Source: an optimization exercise on an open RTL-to-GDS flow (aim: small area, a short achievable clock period and few clock cycles per item). Production flows keep margins and buffers that such runs may drop.
Only simulation tests tie the RTL to the original design; equivalence was not proved.

$ cat config.mk
export PLATFORM = sky130hd
export DESIGN_NAME = sluice_placer
export DESIGN_NICKNAME = sluice_placer
export VERILOG_FILES = /design/flow/design.v
export SDC_FILE = /design/flow/constraint.sdc
export NUM_CORES = 4
export LEC_CHECK = 0
export CAP_MARGIN = 20
export CORE_MARGIN = 2
export CORE_UTILIZATION = 40
export SLEW_MARGIN = 20
$ cat constraint.sdc
create_clock -name core_clock -period 11.0 [get_ports {clk}]
set_input_delay 2.2000 -clock core_clock [delete_from_list [all_inputs] [get_ports {clk}]]
set_output_delay 2.2000 -clock core_clock [all_outputs]
set_load 0.01 [all_outputs]
$ cat design.v
module sluice_div (
    input  wire        clk,
    input  wire        rst,
    input  wire        start,
    input  wire [48:0] dividend,
    input  wire [31:0] divisor,
    output reg         busy,
    output reg         done,
    output wire [48:0] quot,
    output wire [31:0] rem
);
    reg [48:0] q_r;
    reg [32:0] r_r;
    reg [31:0] d_r;
    reg [5:0]  cnt;
    wire [32:0] shifted = {r_r[31:0], q_r[48]};
    wire [33:0] diff    = {1'b0, shifted} - {2'b00, d_r};
    assign quot = q_r;
    assign rem  = r_r[31:0];
    always @(posedge clk) begin
        if (rst) begin
            busy <= 1'b0;
            done <= 1'b0;
            cnt  <= 6'd0;
        end else begin
            done <= 1'b0;
            if (start) begin
                q_r  <= dividend;
                r_r  <= 33'd0;
                d_r  <= divisor;
                cnt  <= 6'd49;
                busy <= 1'b1;
            end else if (busy) begin
                if (diff[33]) begin
                    r_r <= shifted;
                    q_r <= {q_r[47:0], 1'b0};
                end else begin
                    r_r <= diff[32:0];
                    q_r <= {q_r[47:0], 1'b1};
                end
                cnt <= cnt - 6'd1;
                if (cnt == 6'd1) begin
                    busy <= 1'b0;
                    done <= 1'b1;
                end
            end
        end
    end
endmodule
module sluice_placer #(
    parameter RES_MAX   = 16,    
    parameter ITEMS_MAX = 1024
) (
    input  wire        clk,
    input  wire        rst,
    input  wire        cmd_valid,
    output wire        cmd_ready,
    input  wire [2:0]  cmd_op,
    input  wire        cmd_lane,
    input  wire [8:0]  cmd_onu,
    input  wire [16:0] cmd_len,
    input  wire [16:0] cmd_pos,
    input  wire [7:0]  cmd_ovh,
    input  wire        cmd_grant,
    input  wire        cmd_torrent,
    input  wire [47:0] cmd_fns,
    input  wire [31:0] cmd_period,
    input  wire [31:0] cmd_phase,
    output reg         rsp_valid,
    output reg  [1:0]  rsp_status,
    output reg  [16:0] rsp_start,
    output reg  [7:0]  rsp_steps,
    output reg  [16:0] rsp_cur0,
    output reg  [16:0] rsp_cur1
);
    localparam OP_RUN    = 3'd0;
    localparam OP_SETPOS = 3'd1;
    localparam OP_PAD    = 3'd2;
    localparam OP_SYNC   = 3'd3;
    localparam OP_FLOW   = 3'd4;
    localparam OP_FIXED  = 3'd5;
    localparam OP_ALIGN  = 3'd6;
    localparam ST_OK    = 2'd0;
    localparam ST_NOFIT = 2'd1;
    localparam ST_LATE  = 2'd2;
    localparam S_IDLE  = 3'd0;
    localparam S_FCHK  = 3'd1;
    localparam S_FSCAN = 3'd2;
    localparam S_XCHK  = 3'd3;
    localparam S_XSCAN = 3'd4;
    localparam S_ADIV1 = 3'd5;
    localparam S_ADIV2 = 3'd6;
    reg [16:0] fb;           
    reg        torrent;
    reg [16:0] cur [0:1];
    reg [10:0] items [0:1];
    reg [4:0]  res_cnt [0:1];
    reg        last_valid [0:1];
    reg        last_grant [0:1];
    reg [8:0]  last_onu [0:1];
    reg [16:0] last_end [0:1];
    reg [16:0] res_lo [0:2*RES_MAX-1];
    reg [16:0] res_hi [0:2*RES_MAX-1];
    reg [2:0]  state;
    reg [2:0]  op_r;
    reg        lane_r;
    reg [8:0]  onu_r;
    reg [16:0] len_r;
    reg [7:0]  ovh_r;
    reg        grant_r;
    reg [31:0] period_r;
    reg [17:0] wcur;         
    reg [7:0]  o_r;          
    reg [31:0] s_r;          
    reg [31:0] g_r;          
    reg [7:0]  steps_r;
    reg [4:0]  idx;
    reg        found;
    reg [16:0] best_lo;
    reg [16:0] best_hi;
    assign cmd_ready = (state == S_IDLE);
    wire accept = cmd_valid && cmd_ready;
    reg         div_start;
    reg  [48:0] div_dividend;
    reg  [31:0] div_divisor;
    wire        div_busy, div_done;
    wire [48:0] div_quot;
    wire [31:0] div_rem;
    sluice_div u_div (
        .clk(clk), .rst(rst), .start(div_start),
        .dividend(div_dividend), .divisor(div_divisor),
        .busy(div_busy), .done(div_done), .quot(div_quot), .rem(div_rem)
    );
    wire [16:0] cur_l     = cur[lane_r];
    wire [4:0]  cnt_l     = res_cnt[lane_r];
    wire [4:0]  ridx      = {lane_r, idx[3:0]};
    wire [16:0] r_lo      = res_lo[ridx];
    wire [16:0] r_hi      = res_hi[ridx];
    wire [9:0]  q         = torrent ? 10'd486 : 10'd243;
    wire [18:0] f_s       = {1'b0, wcur} + {11'd0, o_r};
    wire [19:0] f_end     = {1'b0, f_s} + {3'd0, len_r};
    wire        f_over    = (r_lo < f_end) && ({3'd0, r_hi} > {2'd0, wcur});
    wire [33:0] x_end     = {2'b00, s_r} + {17'd0, len_r};
    wire [33:0] x_lo      = {2'b00, s_r} - {26'd0, ovh_r};    
    wire        x_lo_neg  = x_lo[33];
    wire        x_over    = ({17'd0, r_lo} < x_end) && ({17'd0, r_hi} > x_lo);
    wire [17:0] pad_sum   = {1'b0, cur[cmd_lane]} + {1'b0, cmd_pos};
    wire [16:0] fb_new    = cmd_torrent ? 17'd97200 : 17'd48600;
    wire [16:0] run_first = (cmd_pos > fb_new) ? fb_new : cmd_pos;
    wire [16:0] setpos_v  = (cmd_pos > cur[cmd_lane]) ? cmd_pos : cur[cmd_lane];
    wire [16:0] sync_v    = (cur[0] > cur[1]) ? cur[0] : cur[1];
    wire [48:0] align_x   = {1'b0, cmd_fns} + {17'd0, cmd_period} - {17'd0, cmd_phase};
    wire [31:0] align_g0  = (div_rem == 32'd0) ? 32'd0 : (period_r - div_rem);
    task respond(input [1:0] status, input [16:0] start);
        begin
            rsp_valid  <= 1'b1;
            rsp_status <= status;
            rsp_start  <= start;
            rsp_steps  <= steps_r;
            state      <= S_IDLE;
        end
    endtask
    task start_block_div(input [31:0] g);
        begin
            div_start    <= 1'b1;
            div_dividend <= {9'd0, g} * {39'd0, q} + 49'd624;
            div_divisor  <= 32'd625;
            state        <= S_ADIV2;
        end
    endtask
    task fixed_late;
        begin
            if (op_r == OP_ALIGN) begin
                g_r <= g_r + period_r;
                start_block_div(g_r + period_r);
            end else begin
                respond(ST_LATE, 17'd0);
            end
        end
    endtask
    always @(posedge clk) begin
        if (rst) begin
            state         <= S_IDLE;
            rsp_valid     <= 1'b0;
            rsp_status    <= 2'd0;
            rsp_start     <= 17'd0;
            rsp_steps     <= 8'd0;
            rsp_cur0      <= 17'd0;
            rsp_cur1      <= 17'd0;
            fb            <= 17'd97200;
            torrent       <= 1'b1;
            cur[0]        <= 17'd0;
            cur[1]        <= 17'd0;
            items[0]      <= 11'd0;
            items[1]      <= 11'd0;
            res_cnt[0]    <= 5'd0;
            res_cnt[1]    <= 5'd0;
            last_valid[0] <= 1'b0;
            last_valid[1] <= 1'b0;
            div_start     <= 1'b0;
        end else begin
            rsp_valid <= 1'b0;
            div_start <= 1'b0;
            rsp_cur0  <= cur[0];
            rsp_cur1  <= cur[1];
            case (state)
            S_IDLE: if (accept) begin
                op_r     <= cmd_op;
                lane_r   <= cmd_lane;
                onu_r    <= cmd_onu;
                len_r    <= cmd_len;
                ovh_r    <= cmd_ovh;
                grant_r  <= cmd_grant;
                period_r <= cmd_period;
                steps_r  <= 8'd0;
                case (cmd_op)
                OP_RUN: begin
                    fb            <= fb_new;
                    torrent       <= cmd_torrent;
                    cur[0]        <= run_first;
                    cur[1]        <= run_first;
                    rsp_cur0      <= run_first;
                    rsp_cur1      <= run_first;
                    items[0]      <= 11'd0;
                    items[1]      <= 11'd0;
                    res_cnt[0]    <= 5'd0;
                    res_cnt[1]    <= 5'd0;
                    last_valid[0] <= 1'b0;
                    last_valid[1] <= 1'b0;
                    rsp_valid     <= 1'b1;
                    rsp_status    <= ST_OK;
                    rsp_start     <= 17'd0;
                    rsp_steps     <= 8'd0;
                end
                OP_SETPOS, OP_PAD: begin
                    if (cmd_op == OP_PAD) begin
                        cur[cmd_lane] <= (pad_sum > {1'b0, fb}) ? fb : pad_sum[16:0];
                        if (cmd_lane) rsp_cur1 <= (pad_sum > {1'b0, fb}) ? fb : pad_sum[16:0];
                        else          rsp_cur0 <= (pad_sum > {1'b0, fb}) ? fb : pad_sum[16:0];
                    end else begin
                        cur[cmd_lane] <= (setpos_v > fb) ? fb : setpos_v;
                        if (cmd_lane) rsp_cur1 <= (setpos_v > fb) ? fb : setpos_v;
                        else          rsp_cur0 <= (setpos_v > fb) ? fb : setpos_v;
                    end
                    rsp_valid  <= 1'b1;
                    rsp_status <= ST_OK;
                    rsp_start  <= 17'd0;
                    rsp_steps  <= 8'd0;
                end
                OP_SYNC: begin
                    cur[0]     <= sync_v;
                    cur[1]     <= sync_v;
                    rsp_cur0   <= sync_v;
                    rsp_cur1   <= sync_v;
                    rsp_valid  <= 1'b1;
                    rsp_status <= ST_OK;
                    rsp_start  <= 17'd0;
                    rsp_steps  <= 8'd0;
                end
                OP_FLOW: begin
                    wcur <= {1'b0, cur[cmd_lane]};
                    if (cmd_grant && last_valid[cmd_lane] && last_grant[cmd_lane] &&
                        last_onu[cmd_lane] == cmd_onu && last_end[cmd_lane] == cur[cmd_lane])
                        o_r <= 8'd0;                       
                    else
                        o_r <= cmd_grant ? cmd_ovh : 8'd0;
                    state <= S_FCHK;
                end
                OP_FIXED: begin
                    s_r   <= {15'd0, cmd_pos};
                    state <= S_XCHK;
                end
                OP_ALIGN: begin
                    div_start    <= 1'b1;
                    div_dividend <= align_x;
                    div_divisor  <= cmd_period;
                    state        <= S_ADIV1;
                end
                default: begin
                    rsp_valid  <= 1'b1;
                    rsp_status <= ST_OK;
                    rsp_start  <= 17'd0;
                    rsp_steps  <= 8'd0;
                end
                endcase
            end
            S_FCHK: begin
                if (f_end > {3'd0, fb}) begin
                    respond(ST_NOFIT, 17'd0);
                end else begin
                    idx   <= 5'd0;
                    found <= 1'b0;
                    state <= S_FSCAN;
                end
            end
            S_FSCAN: begin
                if (idx == cnt_l) begin
                    if (found) begin
                        wcur  <= {1'b0, best_hi};
                        o_r   <= grant_r ? ovh_r : 8'd0;
                        state <= S_FCHK;
                    end else if (items[lane_r] == ITEMS_MAX) begin
                        respond(ST_NOFIT, 17'd0);
                    end else begin
                        items[lane_r]      <= items[lane_r] + 11'd1;
                        cur[lane_r]        <= f_end[16:0];
                        last_valid[lane_r] <= 1'b1;
                        last_grant[lane_r] <= grant_r;
                        last_onu[lane_r]   <= onu_r;
                        last_end[lane_r]   <= f_end[16:0];
                        if (lane_r) rsp_cur1 <= f_end[16:0];
                        else        rsp_cur0 <= f_end[16:0];
                        respond(ST_OK, f_s[16:0]);
                    end
                end else begin
                    if (f_over && (!found || r_lo < best_lo)) begin
                        found   <= 1'b1;
                        best_lo <= r_lo;
                        best_hi <= r_hi;
                    end
                    idx <= idx + 5'd1;
                end
            end
            S_XCHK: begin
                if (x_lo_neg || x_lo[31:0] < {15'd0, cur_l} || x_end > {17'd0, fb}) begin
                    fixed_late;
                end else begin
                    idx   <= 5'd0;
                    state <= S_XSCAN;
                end
            end
            S_XSCAN: begin
                if (idx == cnt_l) begin
                    if (items[lane_r] == ITEMS_MAX || cnt_l == RES_MAX) begin
                        respond(ST_NOFIT, 17'd0);
                    end else begin
                        res_lo[{lane_r, cnt_l[3:0]}] <= x_lo[16:0];
                        res_hi[{lane_r, cnt_l[3:0]}] <= x_end[16:0];
                        res_cnt[lane_r] <= cnt_l + 5'd1;
                        items[lane_r]   <= items[lane_r] + 11'd1;
                        respond(ST_OK, s_r[16:0]);
                    end
                end else if (x_over) begin
                    fixed_late;
                end else begin
                    idx <= idx + 5'd1;
                end
            end
            S_ADIV1: if (div_done) begin
                g_r <= align_g0;
                start_block_div(align_g0);
            end
            S_ADIV2: if (div_done) begin
                s_r     <= div_quot[31:0];
                steps_r <= steps_r + 8'd1;
                if ({1'b0, div_quot} + {32'd0, len_r} > {33'd0, fb}) begin
                    rsp_valid  <= 1'b1;
                    rsp_status <= ST_LATE;
                    rsp_start  <= 17'd0;
                    rsp_steps  <= steps_r + 8'd1;
                    state      <= S_IDLE;
                end else begin
                    state <= S_XCHK;
                end
            end
            default: state <= S_IDLE;
            endcase
        end
    end
endmodule
$ cat run.sh
#!/bin/bash
# synth_recipe.tcl (not shown) runs the flow's synth.tcl, then flattens the netlist and writes it again
# the make line also repeats each setting of config.mk as NAME=value (left out here)
make -C /OpenROAD-flow-scripts/flow DESIGN_CONFIG=/design/flow/config.mk WORK_HOME=/design/flow/orfs CLKGATE_MAP_FILE= SYNTH_SCRIPT=/design/flow/synth_recipe.tcl finish
==> summary.txt <==
Clocking
  • Hold Buf Count CTS: 0
  • Post_cts resized: 0
  • Clock sinks: 1689
  • Clk root buf: clkbuf_16
  • H-Tree Depth: 4
  • Worst skew pair latency: 880 ps
  • Inserted Clock Buffers: roughly 180
  • Setup repair bufs after CTS: 0
  • Clock buffer depth: 3
  • Clock slew at reported path FFs: ~70 ps
  • CTS tree: yes

STA
  • Achievable Freq: approximately 100 MHz
  • Slew @ Worst Pin: roughly 1200 ps
  • Tmin final: roughly 10000 ps
  • Worst Skew: 92.90 ps
  • Unrepaired setup endpoints after global routing: false
  • Period utilisation layout: 90.47%
  • Final hold violation count: 0
  • Slew Limit Fails: 0
  • # setup viols final: 0
  • Worst rel slew slack: about a fifth
  • Sum Neg Setup Slack: 0 ps

Yosys
  • Syn nets: 9147
  • Synth cell types: 110
  • Synth warnings: 2
  • Count leader, synth: edfxtp_1
  • Synth area leaders: edfxtp_1 (48%), ha_1 (8.3%), fa_1 (7.9%)
  • Post-Syn Area per Cell: roughly 13 sq um
  • Share of the synthesized area in the top cell type: about 48%
  • Top_reg_cell synth: edfxtp_1
  • Mapped Area: a little over 100000 sq um
  • Number of synthesized flops with an enable pin: around 1600
  • Synth area leader: edfxtp_1
  • Yosys reg bits: about 1700
  • Synth cell count leaders: edfxtp_1 (1610), inv_1 (899), ha_1 (671), nor2_1 (483), nand2_1 (476)
  • Sequential fraction of the synthesis area: between 40 and 50%
  • Syn Inst Count: 7903
  • Async SR Flop Fraction: 0%

Status
  • Status: finished clean

Detailed routing
  • DRT Pass-1 Iters: 7
  • Final WL: roughly 320000 microns
  • ANT nets after route: 0
  • 1st-iter DRT viols: approximately 7200
  • Wire per inst: about 27 microns
  • Vias post-DR: 67980
  • DR DRC count: 0
  • Via/cell ratio: approximately 5.8

Job
  • Number of max-cap violations: 0

Layout
  • # nets final: 9504
  • Register area: between 40000 and 50000 sq um
  • Multi-input logic area: 47390 sq um
  • Filler cell count: 22570
  • Syn-to-layout area delta: 13.59%
  • Layout cell share with drive strength beyond 1: 12.46%

Placement
  • HPWL Detailed: 226700 microns
  • I/O Buffers: about 230
  • Gpl congestion: around 0.97

GRT
  • Largest net degree at the start of global routing: 79
  • Vias in the first global route: around 67000
  • Total GRT Usage: around 25%
  • Total congestion overflow: 0
  • Initial antenna violation count: 10
  • First-pass GRT wire length: 468200 microns

Floorplan
  • Initial Util: 40.22%
  • Io pins: 235
  • Core area: ~250000 sq um
  • Die area: around 260000 sq um
  • DIE WIDTH: 506.8 microns
  • DIE HEIGHT: just over 500 microns
  • Num rows: ~180

Worst setup path
  • R2R Setup Slk: ~1000 ps
  • WP data required: approximately 12000 ps
  • Slowest CP cell: or4b_2
  • Crit-path max FO: 6
  • WP data arrival: approximately 11000 ps
  • Critical path endpoint category: register
  • Crit Path Category: reg -> reg
  • CP max stage delay: roughly 600 ps
  • CP Launch Type: register

Min path
  • Hold Crit Class: reg -> reg
==> layer usage <==
layer / global-route usage [%] / part of all wire (%) / vias to the layer above
met5: 0 / 0.0065 / -
met4: 10.17 / 4.4 / 4
met3: 3.672 / 6.9 / 511
met2: 39.01 / 46 / 2708
met1: 34.55 / 43 / 34710
li1: - / - / 30040
==> cell type report <==
cell class	instances	area share (%)
Inverter	903	2.955
Multi-Input combinational cell	5065	41.26
Antenna cell	9	0.01961
Sequential cell	1689	43.48
Timing Repair Buffer	418	3.316
Clock buffer	213	4.175
Tap cell	3348	3.648
Clock inverter	128	1.139
==> registers in the layout (all words and copies together), names as in the netlist, 22 cells and up, named ones only <==
name,count
u_div.r_r,32
res_hi,544
u_div.d_r,32
div_divisor,32
res_lo,544
items,22
div_dividend,49
period_r,32
last_end,34
g_r,32
cur,34
s_r,32
u_div.q_r,49
==> stage by stage <==
stage / utilization (%) / setup slack, ps / std cells / hold WS (ps) / cell area (sq um)
floorplan: - / 2359 / 7903 / 400.3 / 101100
global placement: 43.21 / 561.8 / 11420 / 402.7 / 108600
detailed placement: 43.24 / 1246 / 11420 / 404.5 / 108700
CTS: 45.66 / 1198 / 11760 / 368.9 / 114800
global route: 45.67 / 519.9 / 11770 / 387.8 / 114800
finish: 45.68 / 1048 / 11770 / 382.7 / 114800
==> placed cells by master (no fill, tap or decap), types with 35 or more instances in the layout <==
cell | synthesis | routed
clkbuf_16 | 0 | 185
mux2_2 | 87 | 87
a211oi_1 | 61 | 61
ha_1 | 671 | 671
a31oi_1 | 53 | 53
xor2_1 | 108 | 98
xnor2_1 | 204 | 186
edfxtp_1 | 1610 | 1610
o21ai_0 | 296 | 295
o221ai_1 | 46 | 46
fa_1 | 401 | 401
mux2i_1 | 129 | 127
a21oi_1 | 387 | 386
nand4_1 | 56 | 56
nor2b_1 | 80 | 80
and3_1 | 48 | 48
clkdlybuf4s50_1 | 0 | 232
nand3_1 | 121 | 120
nand2_1 | 476 | 475
o21bai_1 | 47 | 47
nor2_1 | 483 | 446
a21o_1 | 146 | 146
o31ai_1 | 35 | 35
dfxtp_1 | 79 | 75
nor4_1 | 38 | 37
a22oi_1 | 49 | 49
buf_4 | 3 | 177
clkinv_1 | 3 | 47
or3_1 | 35 | 35
clkinv_2 | 0 | 43
nand2b_1 | 55 | 55
inv_1 | 899 | 898
nor2_4 | 1 | 35
mux4_2 | 334 | 334
nor3_1 | 92 | 87
o21a_1 | 56 | 56
==> worst max-delay path, delay by kind of cell, from the launching register on <==
kind	cells	cell delay (ps)
multiplexers	1	180
flip-flops	1	480
AO/OA/AOI/OAI	15	3850
buffers and inverters	2	150
adder cells (fa/ha/maj)	8	3290
AND/OR/NAND/NOR	7	1730
==> logic make-up (layout without fill, tap and decap cells) <==
logic type,Yosys count,count (layout),share of synthesized area [%]
compound gates,1501,1501,9.987
xor+xnor,312,312,2.703
fa+ha+maj,1072,1072,16.24
buf+inv,1149,1662,4.318
flops,1689,1689,49.38
mux,553,553,9.726
other cells,0,9,0
simple gates,1627,1627,7.639
==> worst paths after layout <==
| path | start | endpoint | cells past startpoint |
|---|---|---|---|
| setup / recovery | u_div.r_r[0]$_SDFFCE_PP0P_ | div_dividend[41]$_DFFE_PP_ | 33 |
| hold / removal | div_divisor[11]$_SDFFCE_PP0P_ | u_div.d_r[11]$_DFFE_PP_ | 0 |
| setup reg to reg | u_div.r_r[0]$_SDFFCE_PP0P_ | div_dividend[41]$_DFFE_PP_ | 33 |
| hold reg to reg | div_divisor[11]$_SDFFCE_PP0P_ | u_div.d_r[11]$_DFFE_PP_ | 0 |
Testbench counts, summed over its fixed seeds: cycles 321,414, items 19,544.

-- static timing again, ports no longer ideal --
No port has a modelled driver above. Below, the same layout with a new extraction and two added sets of constraints.
Step 1 assumes that a clkbuf_16 drives the clock port and a buf_2 every other input.
Step 2 also shifts input and output timing later by t, the mid clock arrival at the registers, as if the neighbouring blocks saw the same clock.
Slacks: no drivers / after step 1 / after step 2; pairs: no drivers / after step 1.
shift t [ns]: 0.928
slack for setup (ns): 1.048 / 1.048 / 1.048
worst setup path after step 2: register to register
After both steps this run still meets setup and hold. The setup slack of this run moves by 0.000 ns with the drivers and by 0.000 ns with both steps.
